This is an optimization exercise on Yosys and OpenROAD, whose aim is small area and a short achievable clock period, not a production implementation. The RTL was checked by simulation tests, not by an equivalence proof against the original design.

==> flow/design.v (excerpt) <==
module d72_burst_check (
    input  wire         clk,
    input  wire         rst,
    input  wire         beat_valid,
    input  wire [31:0]  beat_dq,
    input  wire [7:0]   beat_cb,
    input  wire [1:0]   exp_channel,
    input  wire [29:0]  exp_burst,
    input  wire [15:0]  exp_epoch,
    output reg          res_valid,
    output reg  [1:0]   res_status,
    output reg  [7:0]   res_corrected,
    output wire [511:0] res_data
);
For scale: ~1800 cells after synthesis, roughly 670 flip-flops.
==> flow/config.mk <==
export PLATFORM = sky130hd
export DESIGN_NAME = d72_burst_check
export DESIGN_NICKNAME = d72_burst_check
export VERILOG_FILES = /design/flow/design.v
export SDC_FILE = /design/flow/constraint.sdc
export NUM_CORES = 4
export LEC_CHECK = 0
export CAP_MARGIN = 20
export CORE_MARGIN = 2
export CORE_UTILIZATION = 45
export CTS_CLUSTER_DIAMETER = 100
export CTS_CLUSTER_SIZE = 20
export SLEW_MARGIN = 20
==> flow/constraint.sdc <==
create_clock -name core_clock -period 40.0 [get_ports {clk}]
set_input_delay 8.0000 -clock core_clock [delete_from_list [all_inputs] [get_ports {clk}]]
set_output_delay 8.0000 -clock core_clock [all_outputs]
set_load 0.01 [all_outputs]
standard.sh (not shown) runs the stock make flow with config.mk's settings and CLKGATE_MAP_FILE= SYNTH_SCRIPT=/design/flow/synth_recipe.tcl, a recipe that flattens the netlist after the stock synthesis.
==> flow/flow/run.sh <==
#!/bin/bash
# The standard layout, except:
#  - synthesis maps the logic with an area-oriented ABC script (flow/area.abc)
#    instead of ORFS's speed script; registers are mapped as in the standard
#    synthesis (same dfflibmap step, same names);
#  - port buffers are plain buf_1 cells.
set -euo pipefail
W=$(pwd)
export BUFFER_PORTS_ARGS="-buffer_cell sky130_fd_sc_hd__buf_1"
export SETUP_SLACK_MARGIN=30.6
# synthesis script: synth_recipe.tcl with ORFS's synth.tcl calling ABC with our script
sed "s#log_cmd abc {\*}\$abc_args#log_cmd abc -script $W/flow/area.abc {*}[lrange \$abc_args 2 end]#" \
    "$FLOW_HOME/scripts/synth.tcl" > "$W/synth_core.tcl"
grep -q "flow/area.abc" "$W/synth_core.tcl"
sed "s#source \$::env(SCRIPTS_DIR)/synth.tcl#source $W/synth_core.tcl#" synth_recipe.tcl > "$W/own_synth.tcl"
grep -q "synth_core.tcl" "$W/own_synth.tcl"
bash standard.sh "SYNTH_SCRIPT=$W/own_synth.tcl" synth > synth.log 2>&1
bash standard.sh "SYNTH_SCRIPT=$W/own_synth.tcl" > standard.log 2>&1
==> flow/flow/area.abc <==
strash
dch
map -a
topo
stime -c
buffer -c
upsize -c
dnsize -c
Change:
--- a/flow/flow/run.sh
+++ b/flow/flow/run.sh
@@ -10 +10 @@
-export SETUP_SLACK_MARGIN=30.6
+export SETUP_SLACK_MARGIN=30.8
CTS_CLUSTER_DIAMETER = default   (was 100)
CTS_CLUSTER_SIZE = default   (was 20)
Result: Count of clock-buffer cells in the layout is higher by 37. Utilization came out higher by 8.1 points. Maximum frequency stays flat. Via count climbs by 9.6%. Final area climbs by about 15%. Routed wire length climbs by about 7.5%. Synthesized cell count is unchanged. Setup slack degrades by 0.0069 ns.
Change:
--- a/flow/flow/run.sh
+++ b/flow/flow/run.sh
@@ -10 +9,0 @@
-export SETUP_SLACK_MARGIN=30.8
CTS_CLUSTER_DIAMETER = 100   (was default)
CTS_CLUSTER_SIZE = 20   (was default)
Outcome: Die area does not change; synthesized cell count does not change; via count went down by 10%; count of clock-buffer cells in the layout decreases by 35; utilization decreases by 8.5 points; wire length went down by 6.9%; worst hold slack improved by 0.015 ns; global-route usage is lower by 1.3 points.
Change:
==> flow/flow/run.sh (replaced) <==
#!/bin/bash
set -euo pipefail
export BUFFER_PORTS_ARGS="-buffer_cell sky130_fd_sc_hd__buf_1"
bash standard.sh > standard.log 2>&1
CORE_UTILIZATION = 40   (was 45)
CTS_CLUSTER_DIAMETER = default   (was 100)
CTS_CLUSTER_SIZE = default   (was 20)
removed: flow/flow/area.abc
Outcome:
- The new run produced a clean layout
- count of clock-buffer cells in the layout increases by 37
- clock skew decreases by 0.0033 ns
- non-clock buffer count increases by 27
- core utilization decreases by 4.1 points
- design area increases by about 9%
- cell count increases by about 6%
- maximum frequency increases by about 1.5%
Change:
==> flow/flow/run.sh (replaced) <==
#!/bin/bash
# The standard layout, except:
#  - synthesis maps the logic with an area-oriented ABC script (flow/area.abc)
#    instead of ORFS's speed script; registers are mapped as in the standard
#    synthesis (same dfflibmap step, same names);
#  - port buffers are plain buf_1 cells.
set -euo pipefail
W=$(pwd)
export BUFFER_PORTS_ARGS="-buffer_cell sky130_fd_sc_hd__buf_1"
# synthesis script: synth_recipe.tcl with ORFS's synth.tcl calling ABC with our script
sed "s#log_cmd abc {\*}\$abc_args#log_cmd abc -script $W/flow/area.abc {*}[lrange \$abc_args 2 end]#" \
    "$FLOW_HOME/scripts/synth.tcl" > "$W/synth_core.tcl"
grep -q "flow/area.abc" "$W/synth_core.tcl"
sed "s#source \$::env(SCRIPTS_DIR)/synth.tcl#source $W/synth_core.tcl#" synth_recipe.tcl > "$W/own_synth.tcl"
grep -q "synth_core.tcl" "$W/own_synth.tcl"
bash standard.sh "SYNTH_SCRIPT=$W/own_synth.tcl" synth > synth.log 2>&1
bash standard.sh "SYNTH_SCRIPT=$W/own_synth.tcl" > standard.log 2>&1
==> flow/flow/area.abc (new file) <==
strash
dch
map -a
topo
stime -c
buffer -c
upsize -c
dnsize -c
CORE_UTILIZATION = 45   (was 40)
CTS_CLUSTER_DIAMETER = 80   (was default)
CTS_CLUSTER_SIZE = 25   (was default)
Hold slack stays flat.
Routed wire length rose by a few percent.
Sequential cell count is unchanged.

========
Another version of the RTL of d72_burst_check (not shown whole).
For scale: ~1600 cells after synthesis, ~670 flip-flops, ~610 I/O pins, ~26000 um^2 of cells after synthesis.
// d72_burst_check
module d72_burst_check (
    input  wire         clk,
    input  wire         rst,
    input  wire         beat_valid,
    input  wire [31:0]  beat_dq,
    input  wire [7:0]   beat_cb,
    input  wire [1:0]   exp_channel,
    input  wire [29:0]  exp_burst,
    input  wire [15:0]  exp_epoch,
    output reg          res_valid,
    output reg  [1:0]   res_status,
    output reg  [7:0]   res_corrected,
    output wire [511:0] res_data
);
Settings: LEC_CHECK=0, CAP_MARGIN=20, CORE_MARGIN=2, CORE_UTILIZATION=45, CTS_CLUSTER_DIAMETER=100, CTS_CLUSTER_SIZE=20, SLEW_MARGIN=20; clock period 40.0 ns.
==> flow/flow/run.sh <==
#!/bin/bash
# The standard layout, except:
#  - synthesis maps the logic with an area-oriented ABC script (flow/area.abc,
#    ABC9 mapper &nf in area mode)
#    instead of ORFS's speed script; registers are mapped as in the standard
#    synthesis (same dfflibmap step, same names);
#  - port buffers are plain buf_1 cells;
#  - the resizer aims for 30.6 ns of setup slack (SETUP_SLACK_MARGIN) so that it
#    shortens the few slow flop-to-output paths; the SDC is unchanged.
set -euo pipefail
W=$(pwd)
export BUFFER_PORTS_ARGS="-buffer_cell sky130_fd_sc_hd__buf_1"
export SETUP_SLACK_MARGIN=30.7
# synthesis script: synth_recipe.tcl with ORFS's synth.tcl calling ABC with our script
sed "s#log_cmd abc {\*}\$abc_args#log_cmd abc -script $W/flow/area.abc {*}[lrange \$abc_args 2 end]#" \
    "$FLOW_HOME/scripts/synth.tcl" > "$W/synth_core.tcl"
grep -q "flow/area.abc" "$W/synth_core.tcl"
sed "s#source \$::env(SCRIPTS_DIR)/synth.tcl#source $W/synth_core.tcl#" synth_recipe.tcl > "$W/own_synth.tcl"
grep -q "synth_core.tcl" "$W/own_synth.tcl"
bash standard.sh "SYNTH_SCRIPT=$W/own_synth.tcl" synth > synth.log 2>&1
bash standard.sh "SYNTH_SCRIPT=$W/own_synth.tcl" > standard.log 2>&1
==> flow/flow/area.abc <==
&get -n
&st
&syn2
&dch
&nf -a -R 1000
&put
Rerun with:
--- a/flow/flow/run.sh
+++ b/flow/flow/run.sh
@@ -11,5 +11,5 @@
 W=$(pwd)
 export BUFFER_PORTS_ARGS="-buffer_cell sky130_fd_sc_hd__buf_1"
-export SETUP_SLACK_MARGIN=30.7
+export SETUP_SLACK_MARGIN=30.6
 # synthesis script: synth_recipe.tcl with ORFS's synth.tcl calling ABC with our script
 sed "s#log_cmd abc {\*}\$abc_args#log_cmd abc -script $W/flow/area.abc {*}[lrange \$abc_args 2 end]#" \
--- a/flow/config.mk
+++ b/flow/config.mk
@@ -10,4 +10,4 @@
 export CORE_UTILIZATION = 45
 export CTS_CLUSTER_DIAMETER = 100
-export CTS_CLUSTER_SIZE = 20
+export CTS_CLUSTER_SIZE = 24
 export SLEW_MARGIN = 20
Cell count came out lower by 0.62%.
Setup slack improved by 4.7 ps.
Routed wire length hardly moves.
Rerun with:
--- a/flow/config.mk
+++ b/flow/config.mk
@@ -10,4 +10,4 @@
 export CORE_UTILIZATION = 45
 export CTS_CLUSTER_DIAMETER = 100
-export CTS_CLUSTER_SIZE = 24
+export CTS_CLUSTER_SIZE = 20
 export SLEW_MARGIN = 20
The new run finished clean. Routed wire length stays flat. Final cell count is about the same. Setup slack loses 5.5 ps.
Rerun with:
--- a/flow/config.mk
+++ b/flow/config.mk
@@ -6,8 +6,8 @@
 export NUM_CORES = 4
 export LEC_CHECK = 0
-export CAP_MARGIN = 20
+export CAP_MARGIN = 0
 export CORE_MARGIN = 2
 export CORE_UTILIZATION = 45
 export CTS_CLUSTER_DIAMETER = 100
 export CTS_CLUSTER_SIZE = 20
-export SLEW_MARGIN = 20
+export SLEW_MARGIN = 0
- The new run finished with timing, DRC and antenna clean
- die area stays the same
- routed wire length is about the same
- area after synthesis stays the same
- design area barely changes
- synthesized cell count is unchanged
- global-route usage is about the same

========
## v49
Another version of the RTL of d72_burst_check (not shown whole).
For scale: roughly 1800 cells after synthesis, ~670 flip-flops, about 610 I/O pins.
==> flow/config.mk <==
export PLATFORM = sky130hd
export DESIGN_NAME = d72_burst_check
export DESIGN_NICKNAME = d72_burst_check
export VERILOG_FILES = /design/flow/design.v
export SDC_FILE = /design/flow/constraint.sdc
export NUM_CORES = 4
export LEC_CHECK = 0
export CAP_MARGIN = 20
export CORE_MARGIN = 2
export CORE_UTILIZATION = 40
export CTS_CLUSTER_DIAMETER = 100
export CTS_CLUSTER_SIZE = 20
export SLEW_MARGIN = 20
==> flow/constraint.sdc <==
create_clock -name core_clock -period 40.0 [get_ports {clk}]
set_input_delay 8.0000 -clock core_clock [delete_from_list [all_inputs] [get_ports {clk}]]
set_output_delay 8.0000 -clock core_clock [all_outputs]
set_load 0.01 [all_outputs]
==> flow/flow/run.sh <==
#!/bin/bash
# The standard layout, except:
#  - synthesis maps the logic with an area-oriented ABC script (flow/area.abc)
#    instead of ORFS's speed script; registers are mapped as in the standard
#    synthesis (same dfflibmap step, same names);
#  - port buffers are plain buf_1 cells;
#  - the resizer aims for 30.6 ns of setup slack (SETUP_SLACK_MARGIN) so that it
#    shortens the few slow flop-to-output paths; the SDC is unchanged.
set -euo pipefail
W=$(pwd)
export BUFFER_PORTS_ARGS="-buffer_cell sky130_fd_sc_hd__buf_1"
export SETUP_SLACK_MARGIN=30.6
# synthesis script: synth_recipe.tcl with ORFS's synth.tcl calling ABC with our script
sed "s#log_cmd abc {\*}\$abc_args#log_cmd abc -script $W/flow/area.abc {*}[lrange \$abc_args 2 end]#" \
    "$FLOW_HOME/scripts/synth.tcl" > "$W/synth_core.tcl"
grep -q "flow/area.abc" "$W/synth_core.tcl"
sed "s#source \$::env(SCRIPTS_DIR)/synth.tcl#source $W/synth_core.tcl#" synth_recipe.tcl > "$W/own_synth.tcl"
grep -q "synth_core.tcl" "$W/own_synth.tcl"
bash standard.sh "SYNTH_SCRIPT=$W/own_synth.tcl" synth > synth.log 2>&1
bash standard.sh "SYNTH_SCRIPT=$W/own_synth.tcl" > standard.log 2>&1
==> flow/flow/area.abc <==
strash
dch
map -a
topo
stime -c
buffer -c
upsize -c
dnsize -c
v49 finished all stages; the layout is clean.
## Diff of input files: v15 against v49
- CORE_UTILIZATION now 45, was 40
## What came out
In the flow results for v49 and v15, the global-route usage is smaller on v49.
Row total detailed-routing wirelength: v15 lower / v49 higher
v15 vs. v49: flip-flop and latch share of the layout cell area up 0.43 points; total met2 wirelength after detailed routing held; setup slack after placement went up by 9.1 ps.
Area growth from synthesis to layout down 0.81 points in v15 wrt v49
v15 against v49: top achievable clock speed climbed 0.42 MHz.
## Diff of input files: v52 against v15
--- a/flow/flow/run.sh
+++ b/flow/flow/run.sh
@@ -12,0 +13 @@
+export PLACE_PINS_ARGS=-annealing
==> run notes <==
On core occupancy in the finished layout, v15 tracks v52 almost exactly. In terms of sequential share of layout area, v52 and v15 differ only marginally. Diff v15 -> v52: worst setup slack picked up an extra 10 ps; final standard cell area without fillers neither gained nor lost much.
Relative to v52, the following input files were edited for v54:
- changing CTS_CLUSTER_SIZE from 20 to 30
- changing CTS_CLUSTER_DIAMETER from 100 to 60
--- a/flow/flow/run.sh
+++ b/flow/flow/run.sh
@@ -13 +12,0 @@
-export PLACE_PINS_ARGS=-annealing
## What came out
From v52 to v54, number of buffers inserted by port buffering did not move at all. Lower final cell utilization of the core among v54 and v52: v52. Against v52, pre-CTS worst setup slack in v54 came out worse.
--- input diff v54..v22 ---
- CTS_CLUSTER_SIZE changed from 30 to 20
- CTS_CLUSTER_DIAMETER changed from 60 to 100
==> flow/flow/area.abc <==
&get -n
&st
&dch
&nf -a -R 1000
&put
==> run notes <==
v54 -> v22: global-route wire length before repair flat. Higher count of buffers added by post-CTS timing repair for setup was reported by v22, not v54. Compared with v54, v22 shows a average via count per standard cell that is about 6% higher. Diff v54..v22 | period utilization | negligible.

========
Setup of alpha:
d72_burst_check with an RTL version that a note above also has.
export LEC_CHECK = 0
export CAP_MARGIN = 20
export CORE_MARGIN = 2
export CORE_UTILIZATION = 45
export SLEW_MARGIN = 20
create_clock -name core_clock -period 40.0 [get_ports {clk}]
==> flow/flow/run.sh <==
#!/bin/bash
# The standard layout, except:
#  - synthesis maps the logic with an area-oriented ABC script (flow/area.abc)
#    instead of ORFS's speed script; registers are mapped as in the standard
#    synthesis (same dfflibmap step, same names);
#  - port buffers are plain buf_1 cells.
set -euo pipefail
W=$(pwd)
export BUFFER_PORTS_ARGS="-buffer_cell sky130_fd_sc_hd__buf_1"
# synthesis script: synth_recipe.tcl with ORFS's synth.tcl calling ABC with our script
sed "s#log_cmd abc {\*}\$abc_args#log_cmd abc -script $W/flow/area.abc {*}[lrange \$abc_args 2 end]#" \
    "$FLOW_HOME/scripts/synth.tcl" > "$W/synth_core.tcl"
grep -q "flow/area.abc" "$W/synth_core.tcl"
sed "s#source \$::env(SCRIPTS_DIR)/synth.tcl#source $W/synth_core.tcl#" synth_recipe.tcl > "$W/own_synth.tcl"
grep -q "synth_core.tcl" "$W/own_synth.tcl"
bash standard.sh "SYNTH_SCRIPT=$W/own_synth.tcl" synth > synth.log 2>&1
bash standard.sh "SYNTH_SCRIPT=$W/own_synth.tcl" > standard.log 2>&1
==> flow/flow/area.abc <==
strash
dch
map -a
topo
stime -c
buffer -c
upsize -c
dnsize -c
Both conditions hold for alpha: the flow ran to the end and the final layout passed the timing, DRC and antenna checks.
Modified inputs, beta compared to alpha
# alpha
export LEC_CHECK = 0
export CAP_MARGIN = 20
export CORE_MARGIN = 2
export CORE_UTILIZATION = 45
export SLEW_MARGIN = 20
create_clock -name core_clock -period 40.0 [get_ports {clk}]
# beta
export LEC_CHECK = 0
export CAP_MARGIN = 20
export CORE_MARGIN = 2
export CORE_UTILIZATION = 55
export CTS_CLUSTER_DIAMETER = 100
export CTS_CLUSTER_SIZE = 20
export PLACE_DENSITY = 0.7
export SLEW_MARGIN = 20
create_clock -name core_clock -period 40.0 [get_ports {clk}]
--- a/flow/flow/run.sh
+++ b/flow/flow/run.sh
@@ -8,4 +8,5 @@
 W=$(pwd)
 export BUFFER_PORTS_ARGS="-buffer_cell sky130_fd_sc_hd__buf_1"
+export SETUP_SLACK_MARGIN=30.6
 # synthesis script: synth_recipe.tcl with ORFS's synth.tcl calling ABC with our script
 sed "s#log_cmd abc {\*}\$abc_args#log_cmd abc -script $W/flow/area.abc {*}[lrange \$abc_args 2 end]#" \
Findings:
Count of clock-net buffers in the final layout was higher in the run labelled alpha. In the flow results for alpha and beta, the cell count is larger on alpha. Where worst hold slack is concerned, alpha is outperformed by beta. Max worst slew margin relative to its limit across alpha and beta: beta.
Input changes introduced in gamma (baseline for comparison: beta):
# beta
export LEC_CHECK = 0
export CAP_MARGIN = 20
export CORE_MARGIN = 2
export CORE_UTILIZATION = 55
export CTS_CLUSTER_DIAMETER = 100
export CTS_CLUSTER_SIZE = 20
export PLACE_DENSITY = 0.7
export SLEW_MARGIN = 20
create_clock -name core_clock -period 40.0 [get_ports {clk}]
# gamma
export LEC_CHECK = 0
export CAP_MARGIN = 20
export CORE_MARGIN = 2
export CORE_UTILIZATION = 45
export CTS_BUF_LIST = sky130_fd_sc_hd__clkbuf_8
export SLEW_MARGIN = 20
create_clock -name core_clock -period 40.0 [get_ports {clk}]
==> flow/flow/run.sh <==
#!/bin/bash
set -euo pipefail
export BUFFER_PORTS_ARGS="-buffer_cell sky130_fd_sc_hd__buf_1"
bash standard.sh > standard.log 2>&1
removed: flow/flow/area.abc
--- outcome ---
Relative to beta, clock network latency to the later pin of the worst-skew pair increased by 150 ps in gamma.
Going from beta to gamma, final core utilization lost 11 points, number of instances in the synthesized netlist moved down, routed via count up 786, wire length on met3 now smaller, maximum frequency lower.
NOTE: share of final layout cell area taken by clock buffers and inverters in gamma exceeds that of beta
Setup changes, gamma to delta
# gamma
export LEC_CHECK = 0
export CAP_MARGIN = 20
export CORE_MARGIN = 2
export CORE_UTILIZATION = 45
export CTS_BUF_LIST = sky130_fd_sc_hd__clkbuf_8
export SLEW_MARGIN = 20
create_clock -name core_clock -period 40.0 [get_ports {clk}]
# delta
export LEC_CHECK = 0
export CAP_MARGIN = 20
export CORE_MARGIN = 2
export CORE_UTILIZATION = 45
export CTS_CLUSTER_DIAMETER = 100
export CTS_CLUSTER_SIZE = 20
export SLEW_MARGIN = 20
create_clock -name core_clock -period 40.0 [get_ports {clk}]
==> flow/flow/run.sh <==
#!/bin/bash
# The standard layout, except:
#  - synthesis maps the logic with an area-oriented ABC script (flow/area.abc)
#    instead of ORFS's speed script; registers are mapped as in the standard
#    synthesis (same dfflibmap step, same names);
#  - port buffers are plain buf_1 cells.
set -euo pipefail
W=$(pwd)
export BUFFER_PORTS_ARGS="-buffer_cell sky130_fd_sc_hd__buf_1"
export SETUP_SLACK_MARGIN=30.7
# synthesis script: synth_recipe.tcl with ORFS's synth.tcl calling ABC with our script
sed "s#log_cmd abc {\*}\$abc_args#log_cmd abc -script $W/flow/area.abc {*}[lrange \$abc_args 2 end]#" \
    "$FLOW_HOME/scripts/synth.tcl" > "$W/synth_core.tcl"
grep -q "flow/area.abc" "$W/synth_core.tcl"
sed "s#source \$::env(SCRIPTS_DIR)/synth.tcl#source $W/synth_core.tcl#" synth_recipe.tcl > "$W/own_synth.tcl"
grep -q "synth_core.tcl" "$W/own_synth.tcl"
bash standard.sh "SYNTH_SCRIPT=$W/own_synth.tcl" synth > synth.log 2>&1
bash standard.sh "SYNTH_SCRIPT=$W/own_synth.tcl" > standard.log 2>&1
==> flow/flow/area.abc (new file) <==
strash
dch
map -a
topo
stime -c
buffer -c
upsize -c
dnsize -c
--- outcome ---
gamma has a higher stage delay of the slowest cell on the critical path than delta.
The run with more setup slack is delta; gamma has less.
First-pass GRT wire length is lower on delta
diff inputs: delta => epsilon
# delta
export LEC_CHECK = 0
export CAP_MARGIN = 20
export CORE_MARGIN = 2
export CORE_UTILIZATION = 45
export CTS_CLUSTER_DIAMETER = 100
export CTS_CLUSTER_SIZE = 20
export SLEW_MARGIN = 20
create_clock -name core_clock -period 40.0 [get_ports {clk}]
# epsilon
export LEC_CHECK = 0
export CAP_MARGIN = 20
export CORE_MARGIN = 2
export CORE_UTILIZATION = 45
export CTS_CLUSTER_DIAMETER = 100
export CTS_CLUSTER_SIZE = 30
export SLEW_MARGIN = 20
create_clock -name core_clock -period 40.0 [get_ports {clk}]
--- a/flow/flow/run.sh
+++ b/flow/flow/run.sh
@@ -8,5 +8,4 @@
 W=$(pwd)
 export BUFFER_PORTS_ARGS="-buffer_cell sky130_fd_sc_hd__buf_1"
-export SETUP_SLACK_MARGIN=30.7
 # synthesis script: synth_recipe.tcl with ORFS's synth.tcl calling ABC with our script
 sed "s#log_cmd abc {\*}\$abc_args#log_cmd abc -script $W/flow/area.abc {*}[lrange \$abc_args 2 end]#" \
Findings:
- epsilon against delta: design area now sits lower; fraction of area in clock buffers and inverters now sits lower; non-clock buffer count now sits lower.

re-timing with driven ports:
How much do the figures lean on ideal ports? The routed layouts below were timed once more, with nothing changed but the port constraints.
Step 1, drivers: a clkbuf_16 drives clk and a buf_2 each remaining input, both assumed.
Step 2, shift: input delay + t, output delay - t, t = (earliest + latest rising clock arrival at the registers) / 2. This alone moves slack from input paths to output paths.
Three values: no drivers, after step 1, after step 2; two values: the first two.
run	t, ns	setup WS [ns]	hold slack, ns	latest minus earliest clock arrival (ns)	slew at the worst register clock pin (ns)
the first run of note 1	0.657	30.624 / 30.561 / 31.218	0.447 / 0.447 / 0.447	0.019 / 0.019	0.09 / 0.09
the second run of note 1	0.679	30.617 / 30.552 / 31.231	0.421 / 0.421 / 0.421	0.052 / 0.051	0.07 / 0.07
the third run of note 1	0.673	30.349 / 30.282 / 30.955	0.436 / 0.436 / 0.436	0.038 / 0.038	0.09 / 0.09
the fourth run of note 1	0.675	30.492 / 30.427 / 31.102	0.429 / 0.429 / 0.429	0.035 / 0.034	0.07 / 0.07
the fifth run of note 1	0.667	30.357 / 30.290 / 30.957	0.431 / 0.431 / 0.431	0.038 / 0.038	0.11 / 0.11
the first run of note 2	0.651	30.592 / 30.528 / 31.180	0.447 / 0.447 / 0.447	0.021 / 0.021	0.09 / 0.09
the second run of note 2	0.635	30.597 / 30.538 / 31.173	0.451 / 0.451 / 0.451	0.023 / 0.022	0.10 / 0.10
the third run of note 2	0.651	30.591 / 30.529 / 31.179	0.444 / 0.444 / 0.444	0.022 / 0.023	0.09 / 0.09
the fourth run of note 2	0.641	30.620 / 30.558 / 31.199	0.450 / 0.450 / 0.450	0.025 / 0.025	0.09 / 0.09
v49	0.651	30.628 / 30.566 / 31.218	0.430 / 0.430 / 0.430	0.028 / 0.027	0.09 / 0.09
v15	0.649	30.665 / 30.601 / 31.250	0.448 / 0.448 / 0.448	0.021 / 0.022	0.09 / 0.09
v52	0.639	30.675 / 30.624 / 31.263	0.431 / 0.431 / 0.431	0.021 / 0.020	0.09 / 0.09
v54	0.664	30.598 / 30.535 / 31.200	0.405 / 0.405 / 0.405	0.071 / 0.071	0.11 / 0.11
v22	0.644	30.589 / 30.526 / 31.170	0.437 / 0.437 / 0.437	0.034 / 0.034	0.10 / 0.10
alpha	0.676	30.348 / 30.282 / 30.958	0.423 / 0.423 / 0.423	0.031 / 0.030	0.07 / 0.07
beta	0.647	30.582 / 30.521 / 31.105	0.448 / 0.448 / 0.448	0.024 / 0.025	0.08 / 0.08
gamma	0.791	30.338 / 30.276 / 31.067	0.419 / 0.419 / 0.419	0.052 / 0.052	0.08 / 0.08
delta	0.657	30.621 / 30.556 / 31.214	0.446 / 0.446 / 0.446	0.016 / 0.017	0.09 / 0.09
epsilon	0.695	30.324 / 30.256 / 30.951	0.444 / 0.444 / 0.444	0.035 / 0.034	0.12 / 0.12
After both steps setup and hold are still met in every run listed.
